From an optimization exercise on the open Yosys and OpenROAD flow, aimed at small area, a short achievable clock period and few clock cycles per item; shortcuts taken in it are not production practice.
Where RTL was checked, it was by simulation tests only, not by an equivalence proof against the original.

==> inputs of branch cedar <==
==> flow/design.v (excerpt) <==
module aes_enc_core (
    input  wire         clk,
    input  wire         rst,         
    input  wire         key_load,    
    input  wire [1:0]   key_len,     
    input  wire [255:0] key,         
    input  wire         in_valid,
    output reg          in_ready,
    input  wire [127:0] in_data,
    output reg          out_valid,
    output wire [127:0] out_data
);
    reg         l128, l192, l256;    
    reg  [3:0]  nr;                  
    reg  [2:0]  kp;                  
    reg         krdy;                
    reg         v1, w1, vm1, wm1, v2, w2, vm2, wm2;
    reg  [3:0]  r1, rm1, r2, rm2;
    reg  [1:0]  gn;                  
    reg         gopen;               
    wire        lastm2 = (rm2 == nr);
    wire        cont2  = vm2 && !lastm2;             
    wire        accept = in_valid && in_ready;
    reg  [255:0] ks;
    reg  [127:0] h0, h1, rko;
    reg  [31:0]  ksi;                
    reg          ksi_rot;            
    reg  [47:0]  km;                 
    wire [31:0] S7 = ks[31:0];
    wire [31:0] H00 = h0[127:96], H01 = h0[95:64], H02 = h0[63:32], H03 = h0[31:0];
    wire [31:0] H10 = h1[127:96], H11 = h1[95:64], H12 = h1[63:32], H13 = h1[31:0];
    wire [31:0] kin = ksi_rot ? {ksi[23:0], ksi[31:24]} : ksi;
    wire [47:0] km_d;
    wire [31:0] kb;                  
    genvar g;
    generate
        for (g = 0; g < 4; g = g + 1) begin : g_ksb
            aes_sbox_front u_f (.a(kin[31-8*g -: 8]), .m(km_d[47-12*g -: 12]));
            aes_sbox_back  u_b (.m(km[47-12*g -: 12]), .y(kb[31-8*g -: 8]));
        end
    endgenerate
    reg         c_en;                
    reg         c_fix;               
    reg         c_fixw;              
    reg         c_h0, c_h1, c_o;     
    reg  [3:0]  c_b;                 
    reg         c_p;                 
    reg         c_m01, c_m23, c_n01, c_n23, c_zq;
    reg  [7:0]  c_rc01, c_rc23;
    reg         c_rot, c_x4;         
    reg         k_sel;               
    wire [31:0] B0 = ({32{c_b[0]}} & H00) | ({32{c_b[1]}} & H10) | ({32{c_b[2]}} & H02) | ({32{c_b[3]}} & H12);
    wire [31:0] B1 = ({32{c_b[0]}} & H01) | ({32{c_b[1]}} & H11) | ({32{c_b[2]}} & H03) | ({32{c_b[3]}} & H13);
    wire [31:0] B2 = ({32{c_b[0]}} & H02) | ({32{c_b[1]}} & H12) | ({32{c_b[2]}} & H10) | ({32{c_b[3]}} & H00);
  ...
export LEC_CHECK = 0
export CAP_MARGIN = 20
export CORE_MARGIN = 2
export CORE_UTILIZATION = 50
export CTS_CLUSTER_DIAMETER = 100
export CTS_CLUSTER_SIZE = 20
export SLEW_MARGIN = 20
export SYNTH_HIERARCHICAL = 1
create_clock -name core_clock -period 10.0 [get_ports {clk}]
standard.sh (not shown) runs the stock make flow with config.mk's settings and CLKGATE_MAP_FILE= SYNTH_SCRIPT=/design/flow/synth_recipe.tcl, a recipe that flattens the netlist after the stock synthesis.
==> flow/flow/run.sh <==
#!/bin/bash
# Own layout flow: the standard flow (standard.sh, with its synthesis
# script and steps) with these settings changed:
#  - synthesis maps the logic with the ABC script in flow/abc.script (an
#    area-oriented mapping) instead of ORFS's speed script;
#  - the make variables listed in flow/make_vars.txt (one VAR=value per
#    line) are added to both make runs: among them SETUP_SLACK_MARGIN, so
#    that the timing repair steps aim for extra setup slack and the layout is
#    sized for a short period, although the clock stays at the design's.
# Each tool's output goes to a log file of its own in this folder.
set -uo pipefail
W=$PWD
SD=$W/scripts_own
rm -rf "$SD"; mkdir -p "$SD"
for f in "$FLOW_HOME"/scripts/*; do ln -s "$f" "$SD/"; done
rm -f "$SD/abc_area.script"; cp "$W/flow/abc.script" "$SD/abc_area.script"
VARS=()
if [[ -f "$W/flow/make_vars.txt" ]]; then
  while IFS= read -r line; do
    [[ -z "$line" || "$line" == \#* ]] && continue
    VARS+=("$line")
  done < "$W/flow/make_vars.txt"
fi
bash standard.sh SCRIPTS_DIR="$SD" ABC_AREA=1 "${VARS[@]}" synth > "$W/synth.log" 2>&1 || { tail -30 "$W/synth.log"; exit 1; }
bash standard.sh "${VARS[@]}" finish > "$W/layout.log" 2>&1 || { tail -30 "$W/layout.log"; exit 1; }
==> flow/flow/abc.script <==
&get -n
&st
&dch
&nf -a -R 1000
&put
==> flow/flow/make_vars.txt <==
SETUP_SLACK_MARGIN=6.8
BUFFER_PORTS_ARGS=-buffer_cell sky130_fd_sc_hd__buf_2
==> branch indigo: changes against branch cedar <==
--- a/flow/design.v
+++ b/flow/design.v
@@ -332,36 +332,39 @@
     reg         c_fix;               
     reg         c_fixw;              
     reg         c_h0, c_h1, c_o;     
     reg  [3:0]  c_b;                 
     reg         c_p;                 
-    reg         c_m01, c_m23, c_n01, c_n23, c_zq;
-    reg  [7:0]  c_rc01, c_rc23;
+    reg         c_t4, c_t2;          
+    reg  [7:0]  c_rc;                
     reg         c_rot, c_x4;         
     reg         k_sel;               
     wire [31:0] B0 = ({32{c_b[0]}} & H00) | ({32{c_b[1]}} & H10) | ({32{c_b[2]}} & H02) | ({32{c_b[3]}} & H12);
     wire [31:0] B1 = ({32{c_b[0]}} & H01) | ({32{c_b[1]}} & H11) | ({32{c_b[2]}} & H03) | ({32{c_b[3]}} & H13);
     wire [31:0] B2 = ({32{c_b[0]}} & H02) | ({32{c_b[1]}} & H12) | ({32{c_b[2]}} & H10) | ({32{c_b[3]}} & H00);
     wire [31:0] B3 = ({32{c_b[0]}} & H03) | ({32{c_b[1]}} & H13) | ({32{c_b[2]}} & H11) | ({32{c_b[3]}} & H01);
     wire [31:0] N2 = c_p ? H02 : H12;
     wire [31:0] N3 = c_p ? H03 : H13;
+    wire        c01 = !(c_t4 | c_t2);                
+    wire        c23 = !c_t2;                         
+    wire [31:0] rcw = {c_rc, 24'h000000};
     wire [31:0] Q01 = B0 ^ B1;
     wire [31:0] Q23 = B2 ^ B3;
-    wire [31:0] zQ  = {32{c_zq}} & Q01;
-    wire [31:0] e0  = ({32{c_n01}} & N3) ^ {c_rc01, 24'h000000};
-    wire [31:0] e2  = ({32{c_n23}} & N3) ^ {c_rc23, 24'h000000};
+    wire [31:0] zQ  = {32{!c_t4}} & Q01;
+    wire [31:0] e0  = ({32{c_t4 | c_t2}} & N3) ^ ({32{c01}} & rcw);
+    wire [31:0] e2  = ({32{c_t2}} & N3) ^ ({32{c23}} & rcw);
     wire [31:0] P0 = B0 ^ e0;
     wire [31:0] P1 = Q01 ^ e0;
     wire [31:0] P2 = zQ ^ (B2 ^ e2);
     wire [31:0] P3 = zQ ^ (Q23 ^ e2);
-    wire [31:0] n0 = P0 ^ ({32{c_m01}} & kb);
-    wire [31:0] n1 = P1 ^ ({32{c_m01}} & kb);
-    wire [31:0] n2 = P2 ^ ({32{c_m23}} & kb);
-    wire [31:0] n3 = P3 ^ ({32{c_m23}} & kb);
+    wire [31:0] n0 = P0 ^ ({32{c01}} & kb);
+    wire [31:0] n1 = P1 ^ ({32{c01}} & kb);
+    wire [31:0] n2 = P2 ^ ({32{c23}} & kb);
+    wire [31:0] n3 = P3 ^ ({32{c23}} & kb);
     wire [127:0] nk = {n0, n1, n2, n3};
     wire [31:0] P3x = zQ ^ ((Q23 ^ e2) ^ ({32{c_x4}} & (N2 ^ N3)));
-    wire [31:0] nx  = P3x ^ ({32{c_m23}} & kb);
+    wire [31:0] nx  = P3x ^ ({32{c23}} & kb);
     reg  [127:0] s1, s2;             
     reg  [191:0] m1, m2;             
     reg  [127:0] outr;
     assign out_data = outr;
     wire [127:0] mix1, mix2, sub2;
@@ -476,31 +479,23 @@
         c_h1 <= st1_n;
         c_o  <= st2_n && r2 == nr;
         if (kp == 3'd2 && !l256) begin
             c_b   <= 4'b0001;
             c_p   <= 1'b0;
-            c_m01  <= 1'b1;
-            c_m23  <= 1'b1;
-            c_n01  <= 1'b0;
-            c_n23  <= 1'b0;
-            c_zq   <= 1'b1;
-            c_rc01 <= 8'h01;
-            c_rc23 <= 8'h01;
+            c_t4  <= 1'b0;
+            c_t2  <= 1'b0;
+            c_rc  <= 8'h01;
             c_rot <= 1'b1;
             c_x4  <= 1'b0;
         end else begin
             c_p   <= j_n[0];
             c_b   <= {l192 && j_n[0], l192 && !j_n[0],
                       (l128 && !j_n[0]) || (l256 && j_n[0]),
                       (l128 && j_n[0]) || (l256 && !j_n[0])};
-            c_m01  <= !(l192 && m3c != 2'd2);
-            c_m23  <= !(l192 && m3c == 2'd1);
-            c_n01  <= l192 && m3c != 2'd2;
-            c_n23  <= l192 && m3c == 2'd1;
-            c_zq   <= !(l192 && m3c == 2'd0);
-            c_rc01 <= (l192 && m3c != 2'd2) ? 8'h00 : rcon_of(sr_n, l128, l192);
-            c_rc23 <= (l192 && m3c == 2'd1) ? 8'h00 : rcon_of(sr_n, l128, l192);
+            c_t4  <= l192 && m3c == 2'd0;
+            c_t2  <= l192 && m3c == 2'd1;
+            c_rc  <= rcon_of(sr_n, l128, l192);
             c_rot <= l128 || (l256 && sn_n[0]) || (l192 && m3n != 2'd1);
             c_x4  <= l192 && m3n == 2'd0;
         end
         if (key_load) begin
             l128 <= key_len != 2'd1 && key_len != 2'd2;
==> flow/flow/make_vars.txt (replaced) <==
SETUP_SLACK_MARGIN=6.5
BUFFER_PORTS_ARGS=-buffer_cell sky130_fd_sc_hd__buf_2
Settings changed: CTS_CLUSTER_DIAMETER 100 to not set, CTS_CLUSTER_SIZE 20 to not set, SYNTH_HIERARCHICAL 1 to not set.
==> run notes <==
n_diodes 10; crit path to ks[61]; max frequency 0.299 GHz; area delta synth->final 22.1%; multi-input gates 7998; placed cells 13257; status timing/DRC/antenna clean; drt pass-1 iters 11; Clock Skew 40.4 ps; Setup Fix Bufs, Post-CTS 172; fin util 0.614; std cell rows 163; Slew HR 0.214; Final Cell Area 121000 um2
the above is filed under branch cedar

==> run notes <==
crit path to outr[112]; n_diodes 11; # Taps 2480; std cell rows 158; drt pass-1 iters 8; Setup Fix Bufs, Post-CTS 24; fin util 0.605; multi-input gates 8229; status timing/DRC/antenna clean; area delta synth->final 20.0%; max frequency 0.285 GHz
the above is filed under branch indigo

Testbench counts of branch cedar, summed over its fixed seeds: cycles 12,694, items 1,687.
For branch indigo, only the layout was checked, not whether the RTL still works.

port drivers added, routing unchanged:
The results above use ideal ports. As a check the final layouts listed here were re-extracted and re-timed, cells and wires unchanged. Step 1 (the two cells are an assumption about what drives the block):
set clk [get_ports {clk}]
set_driving_cell -lib_cell sky130_fd_sc_hd__clkbuf_16 $clk
set_driving_cell -lib_cell sky130_fd_sc_hd__buf_2 [delete_from_list [all_inputs] $clk]
Step 2 also shifts input and output timing later by t, the mid clock arrival at the registers, as if the neighbouring blocks saw the same clock. Slacks: ideal ports / drivers / drivers and shift; pairs: ideal ports / drivers.
| run | t (ns) | setup WS [ns] | hold WS [ns] |
|---|---|---|---|
| branch cedar | 0.889 | 6.655 / 6.560 / 5.891 | 0.365 / 0.365 / 0.365 |
| branch indigo | 0.943 | 6.491 / 6.437 / 5.675 | 0.356 / 0.356 / 0.356 |
After both steps every run listed still meets setup and hold. The setup slack of branch indigo, which loses most, moves by -0.054 ns with the drivers and by -0.816 ns with both steps.
